This design comes from an exercise in tuning for small area, a short achievable clock period and few clock cycles per item on the open sky130 flow, not from production work.
At most, simulation tests tie the RTL to the original design; equivalence was not proved.

job 9510:
Design aes_enc_core, start of the top module:
module aes_enc_core (
    input  wire         clk,
    input  wire         rst,         
    input  wire         key_load,    
    input  wire [1:0]   key_len,     
    input  wire [255:0] key,         
    input  wire         in_valid,
    output reg          in_ready,
    input  wire [127:0] in_data,
    output reg          out_valid,
    output wire [127:0] out_data
);
Size in the first run: ~10000 cells after synthesis, about 520 I/O pins, ~0.094 mm2 of cells after synthesis.
clock: 10.0 ns
lec_check: 0
cap_margin: 20
core_margin: 2
core_utilization: 50
cts_cluster_diameter: 100
cts_cluster_size: 20
slew_margin: 20
standard.sh (not shown) runs the stock make flow with config.mk's settings and CLKGATE_MAP_FILE= SYNTH_SCRIPT=/design/flow/synth_recipe.tcl, a recipe that flattens the netlist after the stock synthesis.
==> flow/flow/run.sh <==
#!/bin/bash
# Own layout flow: the standard flow (standard.sh, with its synthesis
# script and steps) with these settings changed:
#  - synthesis maps the logic with the ABC script in flow/abc.script (an
#    area-oriented mapping) instead of ORFS's speed script;
#  - the make variables listed in flow/make_vars.txt (one VAR=value per
#    line) are added to both make runs: among them SETUP_SLACK_MARGIN, so
#    that the timing repair steps aim for extra setup slack and the layout is
#    sized for a short period, although the clock stays at the design's.
# Each tool's output goes to a log file of its own in this folder.
set -uo pipefail
W=$PWD
SD=$W/scripts_own
rm -rf "$SD"; mkdir -p "$SD"
for f in "$FLOW_HOME"/scripts/*; do ln -s "$f" "$SD/"; done
rm -f "$SD/abc_area.script"; cp "$W/flow/abc.script" "$SD/abc_area.script"
VARS=()
if [[ -f "$W/flow/make_vars.txt" ]]; then
  while IFS= read -r line; do
    [[ -z "$line" || "$line" == \#* ]] && continue
    VARS+=("$line")
  done < "$W/flow/make_vars.txt"
fi
bash standard.sh SCRIPTS_DIR="$SD" ABC_AREA=1 "${VARS[@]}" synth > "$W/synth.log" 2>&1 || { tail -30 "$W/synth.log"; exit 1; }
bash standard.sh "${VARS[@]}" finish > "$W/layout.log" 2>&1 || { tail -30 "$W/layout.log"; exit 1; }
==> flow/flow/abc.script <==
&get -n
&st
&dch
&nf -R 1000
&put
==> flow/flow/make_vars.txt <==
SETUP_SLACK_MARGIN=6.8
BUFFER_PORTS_ARGS=-buffer_cell sky130_fd_sc_hd__buf_2
Testbench counts of job 9510, summed over its fixed seeds: cycles 12,694, items 1,687.
[inputs] job 7445 vs job 9510
Settings: CTS_CLUSTER_SIZE removed (was 20); CTS_CLUSTER_DIAMETER removed (was 100).
==> flow/flow/abc.script <==
&get -n
&st
&dch
&nf -a -R 1000
&put
==> flow/flow/make_vars.txt <==
SETUP_SLACK_MARGIN=6.5
BUFFER_PORTS_ARGS=-buffer_cell sky130_fd_sc_hd__buf_2
[summary]
outr[61]$_DFF_P_ as the launch point of the critical path was reported by job 9510, and m1[22]$_DFF_P_ by job 7445.
Job 9510 ended up with sky130_fd_sc_hd__dfxtp_4 as its highest-delay cell along the critical path; job 7445 ended up with sky130_fd_sc_hd__xnor2_1.
Diff job 9510 -> job 7445 | worst setup slack after layout | decrease of 0.35 ns
Across both runs, final area was lower for job 7445 than for job 9510.
Top metal layer carrying routed signals: met5 -> job 7445, met4 -> job 9510
Compared with job 9510, in job 7445 final critical-path share of the clock period saw an increase, register-to-register slack dropped 0.40 ns.
Summary of job 7445 over job 9510: via count decreased 1.8%; first-pass GRT wire length decreased about 1%.
Input-level comparison between job 3767 and job 7445:
Settings: CTS_CLUSTER_DIAMETER: unset -> 100; PLACE_DENSITY: unset -> 0.5; CTS_CLUSTER_SIZE: unset -> 20.
==> flow/flow/make_vars.txt <==
SETUP_SLACK_MARGIN=6.8
BUFFER_PORTS_ARGS=-buffer_cell sky130_fd_sc_hd__buf_2
Results
Looking at largest fanout on the critical path across job 7445 and job 3767, the one that comes out higher is job 7445. Job 7445 has a lower final cell count than job 3767. A critical path startpoint of m1[22]$_DFF_P_ is what job 7445 shows, while outr[12]$_DFF_P_ belongs to job 3767. [compare] base=job 7445 new=job 3767: via count of the first global-routing pass climbed about 0.8%, HPWL after detailed placement climbed 6.6 mm, area added between synthesis and finish climbed 6.1 points, number of logic stages on the critical path including buffering dropped 9, initial antenna violation count dropped 2. Compare job 7445 and job 3767 | post-cts resize count lower: job 7445.

* * *

Starting RTL as in the previous note.
clock: 10.0 ns
lec_check: 0
cap_margin: 20
core_margin: 2
core_utilization: 50
cts_cluster_diameter: 100
cts_cluster_size: 20
slew_margin: 20
==> flow/flow/abc.script <==
&get -n
&st
&dch
&nf -a -R 1000
&put
==> flow/flow/make_vars.txt <==
SETUP_SLACK_MARGIN=7.0
BUFFER_PORTS_ARGS=-buffer_cell sky130_fd_sc_hd__buf_2
Scripts as last shown in full above: flow/flow/run.sh
Testbench counts at the start, summed over its fixed seeds: cycles 12,694, items 1,687.
Rerun with:
==> flow/run.sh (new file) <==
#!/bin/bash
# synth_recipe.tcl (not shown) runs the flow's synth.tcl, then flattens the netlist and writes it again
# the make line also repeats each setting of config.mk as NAME=value (left out here)
make -C /OpenROAD-flow-scripts/flow DESIGN_CONFIG=/design/flow/config.mk WORK_HOME=/design/flow/orfs CLKGATE_MAP_FILE= SYNTH_SCRIPT=/design/flow/synth_recipe.tcl finish
- CORE_UTILIZATION: 50 -> 40
- CTS_CLUSTER_DIAMETER: 100 -> unset
- CTS_CLUSTER_SIZE: 20 -> unset
removed: flow/flow/run.sh
removed: flow/flow/abc.script
removed: flow/flow/make_vars.txt
removed: flow/standard.sh
Outcome: The changed run ran to the end with no violations; clock skew is higher by 0.012 ns; global-route usage is lower by 7.9 points; clock-buffer cell count is higher by 92; setup slack gets worse by 1.4 ns.
Rerun with:
==> flow/flow/run.sh (new file) <==
#!/bin/bash
# Own layout flow: the standard flow (standard.sh, with its synthesis
# script and steps) with these settings changed:
#  - synthesis maps the logic with the ABC script in flow/abc.script (an
#    area-oriented mapping) instead of ORFS's speed script;
#  - the make variables listed in flow/make_vars.txt (one VAR=value per
#    line) are added to both make runs: among them SETUP_SLACK_MARGIN, so
#    that the timing repair steps aim for extra setup slack and the layout is
#    sized for a short period, although the clock stays at the design's;
#  - before global placement, flow/pre_place.tcl sets a fanout limit, so that
#    the repair steps build buffer trees for nets with many loads.
# Each tool's output goes to a log file of its own in this folder.
set -uo pipefail
W=$PWD
SD=$W/scripts_own
rm -rf "$SD"; mkdir -p "$SD"
for f in "$FLOW_HOME"/scripts/*; do ln -s "$f" "$SD/"; done
rm -f "$SD/abc_area.script"; cp "$W/flow/abc.script" "$SD/abc_area.script"
VARS=()
if [[ -f "$W/flow/make_vars.txt" ]]; then
  while IFS= read -r line; do
    [[ -z "$line" || "$line" == \#* ]] && continue
    VARS+=("$line")
  done < "$W/flow/make_vars.txt"
fi
bash standard.sh SCRIPTS_DIR="$SD" ABC_AREA=1 "${VARS[@]}" synth > "$W/synth.log" 2>&1 || { tail -30 "$W/synth.log"; exit 1; }
bash standard.sh "${VARS[@]}" PRE_GLOBAL_PLACE_TCL="$W/flow/pre_place.tcl" finish > "$W/layout.log" 2>&1 || { tail -30 "$W/layout.log"; exit 1; }
==> flow/flow/abc.script (new file) <==
&get -n
&st
&dch
&nf -a -R 1000
&put
==> flow/flow/make_vars.txt (new file) <==
SETUP_SLACK_MARGIN=6.8
BUFFER_PORTS_ARGS=-buffer_cell sky130_fd_sc_hd__buf_2
==> flow/flow/pre_place.tcl (new file) <==
set_max_fanout 24 [current_design]
==> flow/standard.sh (new file) <==
#!/bin/bash
# synth_recipe.tcl (not shown) runs the flow's synth.tcl, then flattens the netlist and writes it again
# the make line also repeats each setting of config.mk as NAME=value (left out here)
make -C /OpenROAD-flow-scripts/flow DESIGN_CONFIG=/design/flow/config.mk WORK_HOME=/design/flow/orfs CLKGATE_MAP_FILE= SYNTH_SCRIPT=/design/flow/synth_recipe.tcl "${@:-finish}"
- CORE_UTILIZATION: 40 -> 50
- CTS_CLUSTER_DIAMETER: unset -> 100
- CTS_CLUSTER_SIZE: unset -> 20
removed: flow/run.sh
What happened: The new run completed with no timing, DRC or antenna violations. Area after synthesis is lower by 12%. Setup slack improved by 1.3 ns. Sequential share of layout area rose by 0.71 points. Synthesized cell count shrinks by about 11%. Die area decreases by 29%. Design area goes down by about 2%. Flip-flop and latch count is unchanged. Global-route usage went up by 6.3 points.
Rerun with:
--- a/flow/flow/run.sh
+++ b/flow/flow/run.sh
@@ -9,3 +9 @@
-#    sized for a short period, although the clock stays at the design's;
-#  - before global placement, flow/pre_place.tcl sets a fanout limit, so that
-#    the repair steps build buffer trees for nets with many loads.
+#    sized for a short period, although the clock stays at the design's.
@@ -27 +25 @@
-bash standard.sh "${VARS[@]}" PRE_GLOBAL_PLACE_TCL="$W/flow/pre_place.tcl" finish > "$W/layout.log" 2>&1 || { tail -30 "$W/layout.log"; exit 1; }
+bash standard.sh "${VARS[@]}" finish > "$W/layout.log" 2>&1 || { tail -30 "$W/layout.log"; exit 1; }
- CORE_UTILIZATION: 50 -> 58
removed: flow/flow/pre_place.tcl
What happened: Final cell count decreases by 3.2%; utilization goes up by 9.5 points; wire length drops by 0.92%; maximum frequency is lower by 0.95%; first-iteration DRC count is higher by 38%; count of clock-buffer cells in the layout is higher by 6; clock skew hardly moves.
Rerun with:
- CAP_MARGIN: 20 -> 5
- CORE_UTILIZATION: 58 -> 50
- SLEW_MARGIN: 20 -> 5
After rerunning: The new run finished clean; clock skew rises by 0.013 ns; sequential share of layout area falls by 0.18 points; cell area rises by 0.61%; final cell count rises by 2.7%; maximum frequency rises by 2.2%.

* * *

aes_enc_core, a different RTL version from the one above (not shown whole).
For scale: roughly 8,500 cells after synthesis, ~1,100 flip-flops, ~520 I/O pins.
Design aes_enc_core, start of the top module:
module aes_enc_core (
    input  wire         clk,
    input  wire         rst,         
    input  wire         key_load,    
    input  wire [1:0]   key_len,     
    input  wire [255:0] key,         
    input  wire         in_valid,
    output reg          in_ready,
    input  wire [127:0] in_data,
    output reg          out_valid,
    output wire [127:0] out_data
);
    reg         l128, l192, l256;    
    reg  [3:0]  nr;                  
    reg  [2:0]  kp;                  
    reg         krdy;                
    reg         vS, xS;              
    reg  [3:0]  rS;                  
    reg         vM, xM;              
    reg  [3:0]  rM;                  
    reg         yslot;               
    wire        lastM = (rM == nr);
    wire        contM = vM && !lastM;                
    wire        accept = in_valid && in_ready;
    wire        xacc = accept && !yslot;             
    reg  [255:0] ks;
    reg  [255:0] kw;
    reg  [31:0]  ksi;                
    reg          ksi_rot;            
    reg  [47:0]  km;                 
    wire [31:0] K0 = kw[255:224], K1 = kw[223:192], K2 = kw[191:160], K3 = kw[159:128];
    wire [31:0] K4 = kw[127:96],  K5 = kw[95:64],   K6 = kw[63:32],   K7 = kw[31:0];
    wire [31:0] S7 = ks[31:0];
    wire [31:0] kin = ksi_rot ? {ksi[23:0], ksi[31:24]} : ksi;
    wire [47:0] km_d;
    wire [31:0] kb;                  
    genvar g;
    generate
        for (g = 0; g < 4; g = g + 1) begin : g_ksb
            aes_sbox_front u_f (.a(kin[31-8*g -: 8]), .m(km_d[47-12*g -: 12]));
            aes_sbox_back  u_b (.m(km[47-12*g -: 12]), .y(kb[31-8*g -: 8]));
        end
    endgenerate
    reg         c_en;                
  ...
Settings: LEC_CHECK=0, CAP_MARGIN=20, CORE_MARGIN=2, CORE_UTILIZATION=40, SLEW_MARGIN=20; clock period 10.0 ns.
==> flow/flow/run.sh <==
#!/bin/bash
# Own layout flow: the standard flow (standard.sh, with its synthesis
# script and steps) with these settings changed:
#  - synthesis maps the logic with the ABC script in flow/abc.script (an
#    area-oriented mapping) instead of ORFS's speed script;
#  - the make variables listed in flow/make_vars.txt (one VAR=value per
#    line) are added to both make runs: among them SETUP_SLACK_MARGIN, so
#    that the timing repair steps aim for extra setup slack and the layout is
#    sized for a short period, although the clock stays at the design's.
# Each tool's output goes to a log file of its own in this folder.
set -uo pipefail
W=$PWD
SD=$W/scripts_own
rm -rf "$SD"; mkdir -p "$SD"
for f in "$FLOW_HOME"/scripts/*; do ln -s "$f" "$SD/"; done
rm -f "$SD/abc_area.script"; cp "$W/flow/abc.script" "$SD/abc_area.script"
VARS=()
if [[ -f "$W/flow/make_vars.txt" ]]; then
  while IFS= read -r line; do
    [[ -z "$line" || "$line" == \#* ]] && continue
    VARS+=("$line")
  done < "$W/flow/make_vars.txt"
fi
bash standard.sh SCRIPTS_DIR="$SD" ABC_AREA=1 "${VARS[@]}" synth > "$W/synth.log" 2>&1 || { tail -30 "$W/synth.log"; exit 1; }
bash standard.sh "${VARS[@]}" finish > "$W/layout.log" 2>&1 || { tail -30 "$W/layout.log"; exit 1; }
==> flow/flow/abc.script <==
strash
dch
map -a
==> flow/flow/make_vars.txt <==
SETUP_SLACK_MARGIN=6.2
BUFFER_PORTS_ARGS=-buffer_cell sky130_fd_sc_hd__buf_2
The first run ran to the end with no violations.
Rerun with:
==> flow/flow/make_vars.txt (replaced) <==
SETUP_SLACK_MARGIN=6.8
BUFFER_PORTS_ARGS=-buffer_cell sky130_fd_sc_hd__buf_2
Outcome: Via count rises by 5.5%; setup slack improves by 0.51 ns; cell count goes up by 4.1%; first-iteration DRC count went up by 15%; sequential cell count does not change; design area came out higher by 14%.
Rerun with:
==> flow/flow/abc.script (replaced) <==
&get -n
&st
&dch
&nf -a -R 1000
&put
==> flow/flow/make_vars.txt (replaced) <==
SETUP_SLACK_MARGIN=6.5
BUFFER_PORTS_ARGS=-buffer_cell sky130_fd_sc_hd__buf_2
The new run completed with no timing, DRC or antenna violations; final area goes down by 12%; fmax goes down by about 6%; routed wire length goes down by 15%; register-to-register slack got worse by 0.29 ns; worst setup slack got worse by 0.22 ns; non-clock buffer count goes down by 401; count of clock-buffer cells in the layout goes up by 12; critical path depth goes up by 8; core utilization goes down by 3.7 points; final cell count goes down by 20%.
Rerun with:
- CORE_UTILIZATION: 40 -> 50
=>
- The changed run passed the timing, design-rule and antenna checks
- wire length drops by about 2.2%
Rerun with:
==> flow/flow/abc.script (replaced) <==
strash
dch
map -a
- CORE_UTILIZATION: 50 -> 40
Effect: Cell count climbs by a quarter to a third. First-iteration DRC count goes up by a few percent. Worst setup slack improves by 0.046 ns. Design area increases by a few percent.
No functional check of the RTL was part of any run of this note.

* * *

Setup of run 1:
aes_enc_core, a different RTL version from the one above (not shown whole).
Size in the first run: about 10000 cells after synthesis, roughly 1100 flip-flops, about 520 I/O pins, ~0.080 mm^2 of cells after synthesis.
clock: 10.0 ns
lec_check: 0
abc_area: 1
cap_margin: 20
core_margin: 2
core_utilization: 40
slew_margin: 20
run.sh (not shown) runs the stock make flow with config.mk's settings and CLKGATE_MAP_FILE= SYNTH_SCRIPT=/design/flow/synth_recipe.tcl, a recipe that flattens the netlist after the stock synthesis.
Stock flow here: none of the scripts above is used.
Testbench counts of run 1, summed over its fixed seeds: cycles 22,188, items 1,687.
Input changes introduced in run 2 (baseline for comparison: run 1):
Settings: ABC_AREA: 1 -> unset.
Results
- In the tables for run 1 and run 2, pin count of the biggest net entering global routing reads lower with run 1.
- Summary — cell area after layout, run 2 relative to run 1: higher, by 2.6%.
- Against run 1, synthesized area in run 2 came out worse.
- Run 2 ends up with lower worst hold slack than run 1 does.
- Run 2 ended with more area occupied by multi-input gates than run 1.
- Die outline area: run 2 > run 1
- Higher met3 usage in global routing among run 1 and run 2: run 2
Here is what was changed in the inputs of run 3 compared with run 2.
==> flow/flow/run.sh (new file) <==
#!/bin/bash
# Own layout flow: the standard flow (standard.sh, unchanged synthesis
# script and steps) with two settings changed:
#  - synthesis maps the logic with the ABC script in flow/abc.script (an
#    area-oriented mapping) instead of ORFS's speed script;
#  - the timing repair steps (floorplan, CTS, global route) aim for the extra
#    setup slack given in flow/margin.txt, so that the layout is sized for a
#    short period although the clock stays at the design's period.
# Each tool's output goes to a log file of its own in this folder.
set -uo pipefail
W=$PWD
SD=$W/scripts_own
rm -rf "$SD"; mkdir -p "$SD"
for f in "$FLOW_HOME"/scripts/*; do ln -s "$f" "$SD/"; done
if [[ -f "$W/flow/abc.script" ]]; then
  rm -f "$SD/abc_area.script"; cp "$W/flow/abc.script" "$SD/abc_area.script"
  ABC="ABC_AREA=1"
else
  ABC="ABC_AREA=0"
fi
MARGIN=$(cat "$W/flow/margin.txt")
bash standard.sh SCRIPTS_DIR="$SD" $ABC synth > "$W/synth.log" 2>&1 || { tail -30 "$W/synth.log"; exit 1; }
bash standard.sh SETUP_SLACK_MARGIN="$MARGIN" finish > "$W/layout.log" 2>&1 || { tail -30 "$W/layout.log"; exit 1; }
==> flow/flow/abc.script (new file) <==
strash
dch
map -a
==> flow/flow/margin.txt (new file) <==
6.5
==> flow/standard.sh (new file) <==
#!/bin/bash
# synth_recipe.tcl (not shown) runs the flow's synth.tcl, then flattens the netlist and writes it again
# the make line also repeats each setting of config.mk as NAME=value (left out here)
make -C /OpenROAD-flow-scripts/flow DESIGN_CONFIG=/design/flow/config.mk WORK_HOME=/design/flow/orfs CLKGATE_MAP_FILE= SYNTH_SCRIPT=/design/flow/synth_recipe.tcl "${@:-finish}"
removed: flow/run.sh
--- outcome ---
Changes observed in run 3 relative to run 2: critical path depth in cells higher; period utilization went down. [run 3 vs run 2] global-route wire length before repair: lower in run 3.
Changes in run 4 relative to run 3:
removed: flow/flow/abc.script
### Flow results
- Run 4 was carried through to the last stage, and its layout satisfied the timing, design-rule and antenna checks.
- Worst stage delay on the critical path, run 3 and run 4: lower on run 3
- Of the two values seen for standard cell with the maximum stage delay on the critical path, edfxtp_1 was produced by run 4 and dfxtp_4 by run 3.
- Per the comparison of run 4 with run 3, worst hold slack has decreased, sequential share of layout area has decreased.

==> separate check: timing with driven ports <==
The flow's constraints put no driver on any port. The routed layouts listed below were extracted and timed again, unchanged, in two steps. Step 1: set_driving_cell puts a clkbuf_16 on clk and a buf_2 on each other input, an assumption about the parent block. Step 2, shift: input delay + t, output delay - t, t = (earliest + latest rising clock arrival at the registers) / 2. This alone moves slack from input paths to output paths. Three values: no drivers, after step 1, after step 2; two values: the first two.
| run | t, ns | slack for setup (ns) | hold slack, ns | worst register clock-pin slew, ns | worst slew at a driven data input, ns |
|---|---|---|---|---|---|
| job 9510 | 0.866 | 6.688 / 6.595 / 5.957 | 0.378 / 0.378 / 0.378 | 0.11 / 0.11 | 0.09 |
| job 7445 | 0.939 | 6.333 / 6.333 / 5.650 | 0.373 / 0.373 / 0.373 | 0.07 / 0.07 | 0.08 |
| job 3767 | 0.885 | 6.689 / 6.594 / 5.925 | 0.368 / 0.368 / 0.368 | 0.10 / 0.10 | 0.10 |
| the first run of note 2 | 0.869 | 6.699 / 6.603 / 6.116 | 0.379 / 0.379 / 0.379 | 0.11 / 0.11 | 0.10 |
| the second run of note 2 | 0.986 | 5.346 / 5.346 / 4.822 | 0.375 / 0.375 / 0.375 | 0.07 / 0.07 | 0.14 |
| the third run of note 2 | 0.872 | 6.640 / 6.640 / 6.022 | 0.374 / 0.374 / 0.374 | 0.10 / 0.10 | 0.10 |
| the fourth run of note 2 | 0.854 | 6.607 / 6.607 / 5.991 | 0.371 / 0.371 / 0.371 | 0.10 / 0.10 | 0.17 |
| the fifth run of note 2 | 0.867 | 6.682 / 6.591 / 5.928 | 0.371 / 0.371 / 0.371 | 0.10 / 0.10 | 0.08 |
| the first run of note 3 | 0.875 | 6.157 / 6.157 / 5.383 | 0.353 / 0.353 / 0.353 | 0.07 / 0.07 | 0.19 |
| the second run of note 3 | 0.888 | 6.663 / 6.578 / 5.982 | 0.359 / 0.359 / 0.359 | 0.07 / 0.07 | 0.10 |
| the third run of note 3 | 0.888 | 6.447 / 6.447 / 5.603 | 0.427 / 0.427 / 0.427 | 0.07 / 0.07 | 0.15 |
| the fourth run of note 3 | 0.845 | 6.432 / 6.432 / 5.693 | 0.416 / 0.416 / 0.416 | 0.06 / 0.06 | 0.11 |
| the fifth run of note 3 | 0.855 | 6.478 / 6.451 / 5.685 | 0.363 / 0.363 / 0.363 | 0.07 / 0.07 | 0.14 |
| run 1 | 0.917 | 4.420 / 4.420 / 4.305 | 0.419 / 0.419 / 0.419 | 0.07 / 0.07 | 0.19 |
| run 2 | 0.889 | 3.989 / 3.989 / 3.989 | 0.384 / 0.384 / 0.384 | 0.07 / 0.07 | 0.15 |
| run 3 | 0.905 | 5.282 / 5.282 / 5.282 | 0.413 / 0.413 / 0.413 | 0.07 / 0.07 | 0.33 |
| run 4 | 0.904 | 5.549 / 5.549 / 5.549 | 0.409 / 0.409 / 0.409 | 0.07 / 0.07 | 0.11 |
After both steps every run listed still meets setup and hold. The setup slack of the third run of note 3, which loses most, moves by 0.000 ns with the drivers and by -0.844 ns with both steps.
